Background: an optimization exercise with open tools, aiming at small area. Do not read the settings as production practice.
In this exercise RTL edits were held to simulation tests only and were not proved equivalent to the original.

==> flow/design.v <==
`default_nettype none
module scl_pulse (
    input  wire        clk,
    input  wire        rst,               
    input  wire [16:0] cfg_const,         
    input  wire        cfg_test,          
    input  wire [15:0] cfg_tick_len,      
    input  wire        tick,              
    input  wire [47:0] e_uj,              
    output reg         pls,               
    output reg  [31:0] backlog,           
    output reg         bklg_evt           
);
    localparam [29:0] KD = 30'd439453125;    
    reg  [7:0]  cnt;
    wire        ph_mul  = (cnt >= 8'd56)  && (cnt <= 8'd103);
    wire        ph_div  = (cnt >= 8'd104) && (cnt <= 8'd127);
    wire        ph_tot  = (cnt >= 8'd128) && (cnt <= 8'd182);   
    wire        ph_rot  = (cnt >= 8'd128) && (cnt <= 8'd169);   
    wire        rh_mul  = (cnt >= 8'd56)  && (cnt <= 8'd80);    
    wire        rh_ld   = (cnt >= 8'd128) && (cnt <= 8'd152);   
    wire        q_on    = (cnt <= 8'd151);            
    wire        n_on    = (cnt <= 8'd135);            
    wire        s_on    = (cnt >= 8'd160);            
    wire [2:0]  kb      = cnt[2:0];                   
    wire        idle    = (cnt == 8'd215);
    reg  [65:0] z;
    reg  [24:0] rh;           
    reg         rz;           
    reg  [54:0] t_q;          
    reg         tz;           
    reg         c1, b2;       
    reg         sat;          
    wire [7:0]  n_max = cfg_test ? 8'd200 : 8'd4;
    wire        cin   = rh[0] & ~rz & rh_mul;
    wire [18:0] m_s   = {1'b0, z[65:48]} + (z[0] ? {2'b0, cfg_const} : 19'd0) + {1'b0, cin, 17'd0};
    wire [29:0] d_v   = z[65:36];
    wire [30:0] d_sub = {1'b0, d_v} - {1'b0, KD};
    wire        d_ge  = ~d_sub[30];
    wire [28:0] d_r   = d_ge ? d_sub[28:0] : d_v[28:0];
    wire        t_b   = t_q[0] & ~tz;
    wire        q_b   = z[0] & q_on;
    wire        s1    = t_b ^ q_b ^ c1;
    wire        c1_n  = (t_b & q_b) | (c1 & (t_b ^ q_b));
    wire        n_b   = n_on & n_max[kb];
    wire        y     = s1 ^ n_b ^ b2;
    wire        b2_n  = (~s1 & (n_b | b2)) | (n_b & b2);
    always @(posedge clk) begin
        if (tick) begin
            z[47:0]  <= e_uj;
            z[65]    <= 1'b0;
            if (rz)
                z[64:48] <= 17'd0;
        end else if (ph_mul)
            z <= {m_s[18:1], m_s[0], z[47:1]};
        else if (ph_div)
            z <= {d_r, z[35:0], d_ge};
        else if (ph_rot)
            z <= {z[0], z[65:1]};
        else begin
            z[47:0] <= z[48:1];
            z[65]   <= z[0];
        end
        if (rh_mul || rh_ld)
            rh <= {z[41], rh[24:1]};
        if (ph_tot)
            t_q <= {y, t_q[54:1]};
        if (ph_tot) begin
            c1 <= c1_n;
            b2 <= b2_n;
        end else begin
            c1 <= 1'b0;
            b2 <= 1'b0;
        end
        if (tick || rst)
            sat <= 1'b0;
        else if (ph_tot && s_on && s1)
            sat <= 1'b1;
        if (rst) begin
            cnt <= 8'd215;
            rz  <= 1'b1;
            tz  <= 1'b1;
        end else begin
            if (tick)
                cnt <= 8'd56;
            else if (!idle)
                cnt <= cnt + 8'd1;
            if (cnt == 8'd169)
                rz <= 1'b0;
            if (cnt == 8'd182)
                tz <= b2_n;
        end
    end
    wire [4:0]  n_hi  = t_q[7:3] + 5'b11001;
    wire [7:0]  n_new = !tz     ? n_max :
                        cfg_test ? {n_hi, t_q[2:0]} : {6'd0, t_q[1:0]};
    reg  [7:0]  win_n;        
    reg  [7:0]  left;         
    reg  [16:0] dacc;
    reg  [14:0] wc;
    wire        start  = (left != 8'd0) && !dacc[16];
    wire [8:0]  da_p   = dacc[7:0] + win_n + {7'd0, start};
    wire [16:0] da_h   = start ? {1'b1, ~cfg_tick_len} : {dacc[16:8], 8'd0};
    wire [16:0] da_n   = da_h + {8'd0, da_p};
    wire [7:0]  w_h    = (cfg_test && win_n > 8'd4) ? win_n : 8'd5;
    wire [14:0] wc_b   = start ? cfg_tick_len[15:1] : wc;
    wire [15:0] wc_n   = {1'b0, wc_b} - {8'd0, w_h};
    always @(posedge clk) begin
        wc <= wc_n[14:0];
        if (cnt == 8'd213) begin
            win_n <= n_new;
            dacc  <= 17'h1FFFF;
        end else begin
            dacc  <= da_n;
        end
        if (rst) begin
            left     <= 8'd0;
            pls      <= 1'b0;
            backlog  <= 32'd0;
            bklg_evt <= 1'b0;
        end else begin
            if (cnt == 8'd214)
                left <= win_n;
            else if (start)
                left <= left - 8'd1;
            pls <= start | (pls & ~wc_n[15]);
            if (idle) begin
                backlog[31:8] <= {24{sat}} | ({24{~tz}} & t_q[31:8]);
                backlog[7:0]  <= sat ? ~n_max : ({8{~tz}} & t_q[7:0]);
                bklg_evt      <= bklg_evt | sat;
            end
        end
    end
endmodule
`default_nettype wire
==> flow/config.mk <==
export PLATFORM = sky130hd
export DESIGN_NAME = scl_pulse
export DESIGN_NICKNAME = scl_pulse
export VERILOG_FILES = /design/flow/design.v
export SDC_FILE = /design/flow/constraint.sdc
export NUM_CORES = 4
export LEC_CHECK = 0
export CAP_MARGIN = 20
export CORE_MARGIN = 2
export CORE_UTILIZATION = 50
export SLEW_MARGIN = 20
==> flow/constraint.sdc <==
create_clock -name core_clock -period 20.0 [get_ports {clk}]
set_input_delay 4.0000 -clock core_clock [delete_from_list [all_inputs] [get_ports {clk}]]
set_output_delay 4.0000 -clock core_clock [all_outputs]
set_load 0.01 [all_outputs]
standard.sh (not shown) runs the stock make flow with config.mk's settings and CLKGATE_MAP_FILE= SYNTH_SCRIPT=/design/flow/synth_recipe.tcl, a recipe that flattens the netlist after the stock synthesis.
==> flow/flow/run.sh <==
#!/bin/bash
# Own layout flow: the standard ORFS flow (standard.sh) with
#  - synthesis: the standard synthesis script, but ABC maps with an area
#    oriented script (flow/abc.script) and Yosys's full-adder extraction is
#    off; registers, their names and cell types are as in the standard one;
#  - every port still gets a buffer, of the smallest buffer cell;
#  - clock tree synthesis without dummy loads and with smaller buffers.
# Each make run writes its full output to a log file in the work folder.
set -euo pipefail
W=$(pwd)
F=$W/flow
cat > $W/own_synth.tcl <<EOT
proc abc {args} {
  set i [lsearch -exact \$args -script]
  if {\$i >= 0} { lset args [expr {\$i + 1}] $F/abc.script }
  yosys abc {*}\$args
}
source $W/synth_recipe.tcl
EOT
CTS="-sink_clustering_enable -repair_clock_nets -dont_use_dummy_load -buf_list sky130_fd_sc_hd__clkbuf_4 -sink_clustering_size 10 -sink_clustering_max_diameter 60"
bash standard.sh SYNTH_SCRIPT=$W/own_synth.tcl ADDER_MAP_FILE= \
  "BUFFER_PORTS_ARGS=-buffer_cell sky130_fd_sc_hd__buf_1" \
  "CTS_ARGS=$CTS" finish > $W/make_finish.log 2>&1
==> flow/flow/abc.script <==
strash
&get -n
&deepsyn -T 20
&put
dch -f
amap
topo
Then changed:
--- a/flow/design.v
+++ b/flow/design.v
@@ -7,39 +7,44 @@
     input  wire [15:0] cfg_tick_len,      
     input  wire        tick,              
     input  wire [47:0] e_uj,              
     output reg         pls,               
-    output reg  [31:0] backlog,           
+    output wire [31:0] backlog,           
     output reg         bklg_evt           
 );
     localparam [29:0] KD = 30'd439453125;    
     reg  [7:0]  cnt;
     wire        ph_mul  = (cnt >= 8'd56)  && (cnt <= 8'd103);
     wire        ph_div  = (cnt >= 8'd104) && (cnt <= 8'd127);
     wire        ph_tot  = (cnt >= 8'd128) && (cnt <= 8'd182);   
-    wire        ph_rot  = (cnt >= 8'd128) && (cnt <= 8'd169);   
+    wire        ph_rot  = (cnt >= 8'd128) && (cnt <= 8'd235);   
+    wire        lo_on   = (cnt <= 8'd159);            
     wire        rh_mul  = (cnt >= 8'd56)  && (cnt <= 8'd80);    
     wire        rh_ld   = (cnt >= 8'd128) && (cnt <= 8'd152);   
     wire        q_on    = (cnt <= 8'd151);            
     wire        n_on    = (cnt <= 8'd135);            
     wire        s_on    = (cnt >= 8'd160);            
     wire [2:0]  kb      = cnt[2:0];                   
-    wire        idle    = (cnt == 8'd215);
+    wire        idle    = (cnt == 8'd236);
+    wire        w_go    = (cnt == 8'd215);            
     reg  [65:0] z;
     reg  [24:0] rh;           
     reg         rz;           
-    reg  [54:0] t_q;          
+    reg  [31:0] t_lo;         
+    reg  [22:0] t_hi;         
     reg         tz;           
+    reg         tz_p;         
     reg         c1, b2;       
     reg         sat;          
+    reg         sat_w;        
     wire [7:0]  n_max = cfg_test ? 8'd200 : 8'd4;
     wire        cin   = rh[0] & ~rz & rh_mul;
     wire [18:0] m_s   = {1'b0, z[65:48]} + (z[0] ? {2'b0, cfg_const} : 19'd0) + {1'b0, cin, 17'd0};
     wire [29:0] d_v   = z[65:36];
     wire [30:0] d_sub = {1'b0, d_v} - {1'b0, KD};
     wire        d_ge  = ~d_sub[30];
     wire [28:0] d_r   = d_ge ? d_sub[28:0] : d_v[28:0];
-    wire        t_b   = t_q[0] & ~tz;
+    wire        t_b   = (lo_on ? t_lo[cnt[4:0]] : t_hi[0]) & ~tz;
     wire        q_b   = z[0] & q_on;
     wire        s1    = t_b ^ q_b ^ c1;
     wire        c1_n  = (t_b & q_b) | (c1 & (t_b ^ q_b));
     wire        n_b   = n_on & n_max[kb];
@@ -55,17 +60,17 @@
             z <= {m_s[18:1], m_s[0], z[47:1]};
         else if (ph_div)
             z <= {d_r, z[35:0], d_ge};
         else if (ph_rot)
-            z <= {z[0], z[65:1]};
+            z <= {z[0], z[65:42], (ph_tot && lo_on) ? y : z[41], z[40:1]};
         else begin
             z[47:0] <= z[48:1];
             z[65]   <= z[0];
         end
         if (rh_mul || rh_ld)
             rh <= {z[41], rh[24:1]};
-        if (ph_tot)
-            t_q <= {y, t_q[54:1]};
+        if (ph_tot && !lo_on)
+            t_hi <= {y, t_hi[22:1]};
         if (ph_tot) begin
             c1 <= c1_n;
             b2 <= b2_n;
         end else begin
@@ -75,26 +80,35 @@
         if (tick || rst)
             sat <= 1'b0;
         else if (ph_tot && s_on && s1)
             sat <= 1'b1;
+        if (cnt == 8'd182)
+            tz_p <= b2_n;
+        if (w_go)
+            t_lo <= z[51:20];                         
         if (rst) begin
-            cnt <= 8'd215;
-            rz  <= 1'b1;
-            tz  <= 1'b1;
+            cnt   <= 8'd236;
+            rz    <= 1'b1;
+            tz    <= 1'b1;
+            sat_w <= 1'b0;
         end else begin
             if (tick)
                 cnt <= 8'd56;
             else if (!idle)
                 cnt <= cnt + 8'd1;
-            if (cnt == 8'd169)
+            if (cnt == 8'd235)
                 rz <= 1'b0;
-            if (cnt == 8'd182)
-                tz <= b2_n;
+            if (w_go) begin
+                tz    <= tz_p;
+                sat_w <= sat;
+            end
         end
     end
-    wire [4:0]  n_hi  = t_q[7:3] + 5'b11001;
-    wire [7:0]  n_new = !tz     ? n_max :
-                        cfg_test ? {n_hi, t_q[2:0]} : {6'd0, t_q[1:0]};
+    wire [7:0]  y_lo  = z[29:22];                    
+    wire [4:0]  n_hi  = y_lo[7:3] + 5'b11001;
+    wire [7:0]  n_new = !tz_p    ? n_max :
+                        cfg_test ? {n_hi, y_lo[2:0]} : {6'd0, y_lo[1:0]};
+    assign backlog = sat_w ? {24'hFFFFFF, ~n_max} : ({32{~tz}} & t_lo);
     reg  [7:0]  win_n;        
     reg  [7:0]  left;         
     reg  [16:0] dacc;
     reg  [14:0] wc;
@@ -115,21 +129,17 @@
         end
         if (rst) begin
             left     <= 8'd0;
             pls      <= 1'b0;
-            backlog  <= 32'd0;
             bklg_evt <= 1'b0;
         end else begin
             if (cnt == 8'd214)
                 left <= win_n;
             else if (start)
                 left <= left - 8'd1;
             pls <= start | (pls & ~wc_n[15]);
-            if (idle) begin
-                backlog[31:8] <= {24{sat}} | ({24{~tz}} & t_q[31:8]);
-                backlog[7:0]  <= sat ? ~n_max : ({8{~tz}} & t_q[7:0]);
-                bklg_evt      <= bklg_evt | sat;
-            end
+            if (w_go)
+                bklg_evt <= bklg_evt | sat;
         end
     end
 endmodule
 `default_nettype wire
The new run completed without violations.
Wire length is higher by about 2.7%.
Design area is lower by 4.1%.
Hold slack is better by 0.013 ns.
Non-clock buffer count is lower by 3.
Setup slack is better by 0.099 ns.

-- what the ideal ports hide --
Ports are ideal in the flow. The routed layouts listed here were re-timed in OpenROAD. Step 1 sets driving cells, clkbuf_16 on the clock port and buf_2 on the other inputs (assumed; they add their load-dependent delay and slew). Step 2, shift: input delay + t, output delay - t, t = (earliest + latest rising clock arrival at the registers) / 2. This alone moves slack from input paths to output paths. a / b / c = ideal ports / drivers / drivers and shift; a / b = the first two.
| run | t (ns) | slack for setup (ns) | hold slack, ns | clock arrival spread, ns | worst data-port slew with drivers (ns) |
|---|---|---|---|---|---|
| the first run | 0.669 | 10.202 / 10.221 / 9.552 | 0.401 / 0.401 / 0.401 | 0.051 / 0.052 | 0.06 |
| the second run | 0.645 | 10.301 / 10.323 / 9.677 | 0.413 / 0.413 / 0.413 | 0.049 / 0.049 | 0.04 |
After both steps setup and hold are still met in every run listed. The setup slack of the first run, which loses most, moves by +0.019 ns with the drivers and by -0.650 ns with both steps.
